Background: an optimization exercise with open tools, aiming at small area, a short achievable clock period and few clock cycles per item. Do not read the settings as production practice. The RTL was checked by simulation tests, not by an equivalence proof against the original design.

Design sha384, start of the top module:
module sha384 (
    input  wire         clk,
    input  wire         rst,            
    input  wire         in_valid,
    output wire         in_ready,
    input  wire [63:0]  in_data,        
    input  wire         in_first,       
    input  wire         in_last,        
    output wire [383:0] digest,         
    output reg          digest_valid
);
    localparam [63:0] IV0 = 64'hcbbb9d5dc1059ed8;
    localparam [63:0] IV1 = 64'h629a292a367cd507;
    localparam [63:0] IV2 = 64'h9159015a3070dd17;
    localparam [63:0] IV3 = 64'h152fecd8f70e5939;
    localparam [63:0] IV4 = 64'h67332667ffc00b31;
    localparam [63:0] IV5 = 64'h8eb44a8768581511;
    localparam [63:0] IV6 = 64'hdb0c2e0d64f98fa7;
    localparam [63:0] IV7 = 64'h47b5481dbefa4fa4;
    reg  [3:0]  ph;           
    reg  [4:0]  wc;           
    reg         ld_first, ld_last;
    reg         run;          
    reg  [6:0]  rc;           
  ...
Size: roughly 9800 cells after synthesis, roughly 2100 flip-flops, about 460 I/O pins, roughly 98000 um2 of cells after synthesis.
Settings: LEC_CHECK=0, CAP_MARGIN=40, CORE_MARGIN=2, CORE_UTILIZATION=60, PLACE_DENSITY=0.7, SLEW_MARGIN=40, SYNTH_MEMORY_MAX_BITS=16384; clock period 12.0 ns.
standard.sh (not shown) runs the stock make flow with config.mk's settings and CLKGATE_MAP_FILE= SYNTH_SCRIPT=/design/flow/synth_recipe.tcl, a recipe that flattens the netlist after the stock synthesis.
==> flow/flow/run.sh <==
#!/bin/bash
set -euo pipefail
export SETUP_SLACK_MARGIN=${MARGIN:-6.5}
bash standard.sh > layout.log 2>&1
The first run did not get past global routing (5_1_grt) with GRT-0232.
Testbench counts at the start, summed over its fixed seeds: cycles 191,696, blocks 2,396.
Then changed:
==> flow/flow/run.sh (replaced) <==
#!/bin/bash
set -euo pipefail
export SETUP_SLACK_MARGIN=${MARGIN:-8.5}
bash standard.sh > layout.log 2>&1
- CORE_UTILIZATION: 60 -> 40
- PLACE_DENSITY: 0.7 -> unset
Outcome:
- With this change the flow finished clean
- synthesized area does not change
- synthesized cell count is unchanged

========
sha384, a different RTL version from the one above (not shown whole).
For scale: about 0.096 mm^2 of cells after synthesis.
==> flow/design.v (excerpt) <==
module sha384 (
    input  wire         clk,
    input  wire         rst,            
    input  wire         in_valid,
    output wire         in_ready,
    input  wire [63:0]  in_data,        
    input  wire         in_first,       
    input  wire         in_last,        
    output wire [383:0] digest,         
    output reg          digest_valid
);
    localparam [63:0] IV0 = 64'hcbbb9d5dc1059ed8;
    localparam [63:0] IV1 = 64'h629a292a367cd507;
    localparam [63:0] IV2 = 64'h9159015a3070dd17;
    localparam [63:0] IV3 = 64'h152fecd8f70e5939;
    localparam [63:0] IV4 = 64'h67332667ffc00b31;
    localparam [63:0] IV5 = 64'h8eb44a8768581511;
    localparam [63:0] IV6 = 64'hdb0c2e0d64f98fa7;
    localparam [63:0] IV7 = 64'h47b5481dbefa4fa4;
    reg  [3:0]  ph;           
    reg  [4:0]  wc;           
    reg         ld_first, ld_last;
    reg         run;          
    reg  [6:0]  rc;           
    reg         run_first, run_last;
    reg         q77, q78, q79;    
    wire fin = q77 | q78 | q79;   
    wire [4:0] wc_base = q78 ? 5'd0 : wc;    
  ...
export LEC_CHECK = 0
export CAP_MARGIN = 40
export CORE_MARGIN = 2
export CORE_UTILIZATION = 40
export CTS_CLUSTER_SIZE = 32
export SLEW_MARGIN = 40
export SYNTH_MEMORY_MAX_BITS = 16384
create_clock -name core_clock -period 12.0 [get_ports {clk}]
==> flow/flow/run.sh <==
#!/bin/bash
set -euo pipefail
export SETUP_SLACK_MARGIN=${MARGIN:-6.2}
bash standard.sh > layout.log 2>&1
The starting point went through all stages and came out clean.
Testbench counts at the start, summed over its fixed seeds: cycles 191,696, blocks 2,396.
==> next run, changes <==
==> flow/flow/run.sh (replaced) <==
#!/bin/bash
set -euo pipefail
export SETUP_SLACK_MARGIN=${MARGIN:-6.2}
export REMOVE_ABC_BUFFERS=1
bash standard.sh > layout.log 2>&1
--- a/flow/config.mk
+++ b/flow/config.mk
@@ -10,3 +10,2 @@
 export CORE_UTILIZATION = 40
-export CTS_CLUSTER_SIZE = 32
 export SLEW_MARGIN = 40
Worst setup slack is better by 0.034 ns.
Synthesized cell count stays the same.
Via count fell by 2.2%.
Core utilization shrinks by 0.23 points.
Wire length shrinks by 4.8%.
Maximum frequency rises by 0.58%.
First-iteration DRC count decreases by 9.5%.
Clock skew went down by 0.024 ns.
Cell count is about the same.
==> next run, changes <==
==> flow/flow/run.sh (replaced) <==
#!/bin/bash
# The standard layout (the standard.sh) with timing repair aimed below the
# clock period (SETUP_SLACK_MARGIN ns of slack), and with the full-adder cells
# added to the platform's don't-use list, so the carry-save trees are built
# from faster gates.
set -euo pipefail
export SETUP_SLACK_MARGIN=${MARGIN:-6.5}
DONT_USE="sky130_fd_sc_hd__probe_p_8 sky130_fd_sc_hd__probec_p_8 sky130_fd_sc_hd__lpflow_bleeder_1 sky130_fd_sc_hd__lpflow_clkbufkapwr_1 sky130_fd_sc_hd__lpflow_clkbufkapwr_16 sky130_fd_sc_hd__lpflow_clkbufkapwr_2 sky130_fd_sc_hd__lpflow_clkbufkapwr_4 sky130_fd_sc_hd__lpflow_clkbufkapwr_8 sky130_fd_sc_hd__lpflow_clkinvkapwr_1 sky130_fd_sc_hd__lpflow_clkinvkapwr_16 sky130_fd_sc_hd__lpflow_clkinvkapwr_2 sky130_fd_sc_hd__lpflow_clkinvkapwr_4 sky130_fd_sc_hd__lpflow_clkinvkapwr_8 sky130_fd_sc_hd__lpflow_decapkapwr_12 sky130_fd_sc_hd__lpflow_decapkapwr_3 sky130_fd_sc_hd__lpflow_decapkapwr_4 sky130_fd_sc_hd__lpflow_decapkapwr_6 sky130_fd_sc_hd__lpflow_decapkapwr_8 sky130_fd_sc_hd__lpflow_inputiso0n_1 sky130_fd_sc_hd__lpflow_inputiso0p_1 sky130_fd_sc_hd__lpflow_inputiso1n_1 sky130_fd_sc_hd__lpflow_inputiso1p_1 sky130_fd_sc_hd__lpflow_inputisolatch_1 sky130_fd_sc_hd__lpflow_isobufsrc_1 sky130_fd_sc_hd__lpflow_isobufsrc_16 sky130_fd_sc_hd__lpflow_isobufsrc_2 sky130_fd_sc_hd__lpflow_isobufsrc_4 sky130_fd_sc_hd__lpflow_isobufsrc_8 sky130_fd_sc_hd__lpflow_isobufsrckapwr_16 sky130_fd_sc_hd__lpflow_lsbuf_lh_hl_isowell_tap_1 sky130_fd_sc_hd__lpflow_lsbuf_lh_hl_isowell_tap_2 sky130_fd_sc_hd__lpflow_lsbuf_lh_hl_isowell_tap_4 sky130_fd_sc_hd__lpflow_lsbuf_lh_isowell_4 sky130_fd_sc_hd__lpflow_lsbuf_lh_isowell_tap_1 sky130_fd_sc_hd__lpflow_lsbuf_lh_isowell_tap_2 sky130_fd_sc_hd__lpflow_lsbuf_lh_isowell_tap_4 sky130_fd_sc_hd__fa_1 sky130_fd_sc_hd__fa_2 sky130_fd_sc_hd__fa_4"
bash standard.sh DONT_USE_CELLS="$DONT_USE" finish > layout.log 2>&1
=> Non-clock buffer count rose by 253; wire length rose by roughly a tenth; hold slack loses 0.034 ns; clock-buffer cell count rose by 9; first-iteration DRC count rose by a few percent; global-route usage rose by 1.4 points.
==> next run, changes <==
==> flow/run.sh (new file) <==
#!/bin/bash
# synth_recipe.tcl (not shown) runs the flow's synth.tcl, then flattens the netlist and writes it again
# the make line also repeats each setting of config.mk as NAME=value (left out here)
make -C /OpenROAD-flow-scripts/flow DESIGN_CONFIG=/design/flow/config.mk WORK_HOME=/design/flow/orfs CLKGATE_MAP_FILE= SYNTH_SCRIPT=/design/flow/synth_recipe.tcl finish
--- a/flow/config.mk
+++ b/flow/config.mk
@@ -10,2 +10,3 @@
 export CORE_UTILIZATION = 40
+export SETUP_SLACK_MARGIN = 5
 export SLEW_MARGIN = 40
removed: flow/flow/run.sh
removed: flow/standard.sh
After rerunning: The new run finished clean. Critical path depth shrinks by 1. Non-clock buffer count shrinks by 342. Wire length shrinks by 6.9%.
==> next run, changes <==
==> flow/flow/run.sh (new file) <==
#!/bin/bash
set -euo pipefail
export SETUP_SLACK_MARGIN=${MARGIN:-6.2}
bash standard.sh > layout.log 2>&1
==> flow/standard.sh (new file) <==
#!/bin/bash
# synth_recipe.tcl (not shown) runs the flow's synth.tcl, then flattens the netlist and writes it again
# the make line also repeats each setting of config.mk as NAME=value (left out here)
make -C /OpenROAD-flow-scripts/flow DESIGN_CONFIG=/design/flow/config.mk WORK_HOME=/design/flow/orfs CLKGATE_MAP_FILE= SYNTH_SCRIPT=/design/flow/synth_recipe.tcl "${@:-finish}"
--- a/flow/config.mk
+++ b/flow/config.mk
@@ -9,4 +9,4 @@
 export CORE_MARGIN = 2
-export CORE_UTILIZATION = 40
-export SETUP_SLACK_MARGIN = 5
+export CORE_UTILIZATION = 45
+export PLACE_DENSITY = 0.65
 export SLEW_MARGIN = 40
removed: flow/run.sh
Outcome: The changed run completed without violations. Via count went up by about 1.6%. Register-to-register slack is better by 1.1 ns. Worst hold slack gains 0.068 ns. Clock skew decreases by 0.045 ns. Cell count shrinks by about 1.9%. Critical path depth climbs by 1. Cell area rises by 2.8%. Die area decreases by 11%. Global-route usage climbs by 4.0 points.

========
== alpha ==
Starting RTL as in the previous note.
Settings: LEC_CHECK=0, CAP_MARGIN=40, CORE_MARGIN=2, CORE_UTILIZATION=40, SLEW_MARGIN=40, SYNTH_MEMORY_MAX_BITS=16384; clock period 12.0 ns.
==> flow/flow/run.sh <==
#!/bin/bash
# The standard layout (the standard.sh) with timing repair aimed below the
# clock period (SETUP_SLACK_MARGIN ns of slack), and without the full-adder
# cells, so the carry-save trees are built from faster gates.
set -euo pipefail
export SETUP_SLACK_MARGIN=${MARGIN:-6.5}
export DONT_USE_CELLS="sky130_fd_sc_hd__fa_1 sky130_fd_sc_hd__fa_2 sky130_fd_sc_hd__fa_4"
bash standard.sh > layout.log 2>&1
Testbench counts of alpha, summed over its fixed seeds: cycles 191,696, blocks 2,396.
Setup changes, alpha to beta
- a change of CORE_UTILIZATION from 40 to 50
==> flow/flow/run.sh <==
#!/bin/bash
set -euo pipefail
export SETUP_SLACK_MARGIN=${MARGIN:-6.2}
bash standard.sh > layout.log 2>&1
- Taking beta as 1.0, alpha lands at 1.3 on well-tap cell count.
- The start point of the critical path comes out e[43]$_SDFF_PP0_ in one run and e[52]$_SDFF_PP1_ in the other, namely in beta and alpha respectively.
- Comparing detailed-placement wirelength estimate for beta and alpha, the smaller number came from beta.
- Cell count of the worst reg-to-reg path, beta and alpha: higher on beta
- The die used by beta is smaller than the one used by alpha.
- On fmax, beta does worse than alpha.
- Diff alpha -> beta: number of vias per cell after detailed routing grew by 0.43, cell area has decreased, relative area of clock buffers and inverters in the final design comparable.
> inputs changed (beta -> gamma)
- CORE_UTILIZATION: 50 -> 40
==> flow/flow/run.sh <==
#!/bin/bash
set -euo pipefail
export SETUP_SLACK_MARGIN=${MARGIN:-6.5}
bash standard.sh > layout.log 2>&1
--- outcome ---
beta: all stages complete, timing, DRC and antenna checks passed. gamma completed end to end with timing, DRC and antenna clean. For total of plain and repair buffers excluding clock buffers, dividing the value from beta by the value from gamma gives 0.853. End point of the critical path: e[62]$_SDFF_PP1_ -> gamma, r[4][56]$_DFF_P_ -> beta. Comparing gamma and beta, post-layout net count is lower on beta. [gamma] number of buffers inserted during clock tree synthesis rose 5 relative to beta. The sequential share of layout area in gamma sits 1.3 points below the value recorded for beta. Per the comparison of gamma with beta, die boundary height moved up, wire length of the first global-routing pass moved up, global-route usage moved down.
Modified inputs, delta compared to gamma
- ABC_AREA now 1, previously not set
==> flow/flow/run.sh <==
#!/bin/bash
set -euo pipefail
export SETUP_SLACK_MARGIN=${MARGIN:-6.2}
bash standard.sh > layout.log 2>&1
Of gamma and delta, delta shows the higher met2 layer usage reported by global route, with gamma below it. Run comparison: gamma startpoint of the most critical setup path e[52]$_SDFF_PP1_; delta startpoint of the most critical setup path e[59]$_SDFF_PP0_. Per the comparison of delta with gamma, final area was more or less identical, post-synthesis instance area went up by 0.0075 sq mm, total global routing track utilization went up by 1.4 points. Taking delta as 1.0, gamma lands at 0.75 on synthesized cell count. In delta the first-pass detailed-route iteration total turned out 3 lower than in gamma.

========
== old ==
sha384 with an RTL version that a note above also has.
Size in the first run: roughly 9800 cells after synthesis, about 2100 flip-flops, roughly 98000 sq um of cells after synthesis.
export LEC_CHECK = 0
export CAP_MARGIN = 40
export CORE_MARGIN = 2
export CORE_UTILIZATION = 40
export CTS_BUF_LIST = sky130_fd_sc_hd__clkbuf_8
export CTS_CLUSTER_SIZE = 24
export SLEW_MARGIN = 40
export SYNTH_MEMORY_MAX_BITS = 16384
create_clock -name core_clock -period 12.0 [get_ports {clk}]
==> flow/flow/run.sh <==
#!/bin/bash
set -euo pipefail
export SETUP_SLACK_MARGIN=${MARGIN:-6.5}
bash standard.sh > layout.log 2>&1
Testbench counts of old, summed over its fixed seeds: cycles 191,696, blocks 2,396.
### old -> new
- CTS_BUF_LIST no longer set, was sky130_fd_sc_hd__clkbuf_8
- CTS_CLUSTER_SIZE no longer set, was 24
==> flow/flow/run.sh <==
#!/bin/bash
set -euo pipefail
export SETUP_SLACK_MARGIN=${MARGIN:-7.0}
bash standard.sh > layout.log 2>&1
## What came out
- new and old ended up with nearly the same count of placed standard cells in the final layout, fillers left out.
- In new, the number of gates on the worst path with buffers counted came out 1 below the value in old.
- Summary of the comparison: non-clock buffer count is higher in new, relative to old.

========
sha384 with an RTL version that a note above also has.
Size in the first run: ~9,900 cells after synthesis, about 460 I/O pins.
Settings: LEC_CHECK=0, CAP_MARGIN=40, CORE_MARGIN=2, CORE_UTILIZATION=40, SETUP_SLACK_MARGIN=3, SLEW_MARGIN=40, SYNTH_MEMORY_MAX_BITS=16384; clock period 12.0 ns.
run.sh (not shown) runs the stock make flow with config.mk's settings and CLKGATE_MAP_FILE= SYNTH_SCRIPT=/design/flow/synth_recipe.tcl, a recipe that flattens the netlist after the stock synthesis.
Stock flow here: none of the scripts above is used.
Testbench counts at the start, summed over its fixed seeds: cycles 191,696, blocks 2,396.
Next try:
==> flow/flow/run.sh (new file) <==
#!/bin/bash
set -euo pipefail
export SETUP_SLACK_MARGIN=${MARGIN:-6.5}
bash standard.sh > layout.log 2>&1
==> flow/standard.sh (new file) <==
#!/bin/bash
# synth_recipe.tcl (not shown) runs the flow's synth.tcl, then flattens the netlist and writes it again
# the make line also repeats each setting of config.mk as NAME=value (left out here)
make -C /OpenROAD-flow-scripts/flow DESIGN_CONFIG=/design/flow/config.mk WORK_HOME=/design/flow/orfs CLKGATE_MAP_FILE= SYNTH_SCRIPT=/design/flow/synth_recipe.tcl "${@:-finish}"
--- a/flow/config.mk
+++ b/flow/config.mk
@@ -11 +10,0 @@
-export SETUP_SLACK_MARGIN = 3
@@ -13,0 +13 @@
+export TNS_END_PERCENT = 10
removed: flow/run.sh
=> The new run finished with timing, DRC and antenna clean. Wire length came out higher by a few percent. Area after synthesis does not change. Cell count came out higher slightly.
Next try:
==> flow/flow/run.sh (replaced) <==
#!/bin/bash
set -euo pipefail
export SETUP_SLACK_MARGIN=${MARGIN:-6.8}
bash standard.sh > layout.log 2>&1
--- a/flow/config.mk
+++ b/flow/config.mk
@@ -13 +12,0 @@
-export TNS_END_PERCENT = 10
Effect:
- The changed run ran to the end with no violations
- global-route usage went up by 0.18 points
- utilization climbs by 1.8 points
- clock-buffer cell count rose by 20
- routed wire length rises by about 0.8%
- setup slack is better by 0.022 ns
- die area does not change
- non-clock buffer count grows by 155
- via count rose by 2.8%
- cell count grows by about 1.1%

[static timing again, ports no longer ideal]
The flow's constraints put no driver on any port. The routed layouts listed below were extracted and timed again, unchanged, in two steps.
Step 1 assumes that a clkbuf_16 drives the clock port and a buf_2 every other input.
Step 2, shift: input delay + t, output delay - t, t = (earliest + latest rising clock arrival at the registers) / 2. This alone moves slack from input paths to output paths.
a / b / c = ideal / step 1 / step 2; a / b = the first two.
run	t, ns	setup slack, ns	worst hold slack (ns)	worst slew at a driven data input, ns	pins driven straight from the clock port
the second run of note 1	1.004	6.019 / 6.019 / 6.019	0.265 / 0.265 / 0.265	0.05	1
the first run of note 2	0.986	6.150 / 6.150 / 6.150	0.276 / 0.276 / 0.276	0.08	1
the second run of note 2	0.962	6.183 / 6.183 / 6.183	0.294 / 0.294 / 0.294	0.07	1
the third run of note 2	0.970	6.200 / 6.200 / 6.200	0.260 / 0.260 / 0.260	0.14	1
the fourth run of note 2	0.958	5.024 / 5.024 / 5.024	0.203 / 0.203 / 0.203	0.10	1
the fifth run of note 2	0.980	6.148 / 6.148 / 6.148	0.272 / 0.272 / 0.272	0.07	1
alpha	0.982	6.285 / 6.285 / 6.285	0.257 / 0.257 / 0.257	0.11	1
beta	0.984	6.082 / 6.082 / 6.082	0.219 / 0.219 / 0.219	0.11	1
gamma	0.982	6.285 / 6.285 / 6.285	0.257 / 0.257 / 0.257	0.11	1
delta	1.015	6.187 / 6.187 / 6.187	0.303 / 0.303 / 0.303	0.15	1
old	1.153	6.038 / 6.038 / 6.038	0.206 / 0.206 / 0.206	0.05	1
new	0.991	6.046 / 6.046 / 6.046	0.279 / 0.279 / 0.279	0.05	1
the first run of note 5	0.966	3.912 / 3.912 / 3.912	0.203 / 0.203 / 0.203	0.11	1
the second run of note 5	0.985	6.205 / 6.205 / 6.205	0.258 / 0.258 / 0.258	0.10	1
the third run of note 5	0.979	6.227 / 6.227 / 6.227	0.281 / 0.281 / 0.281	0.09	1
After both steps setup and hold are still met in every run listed.
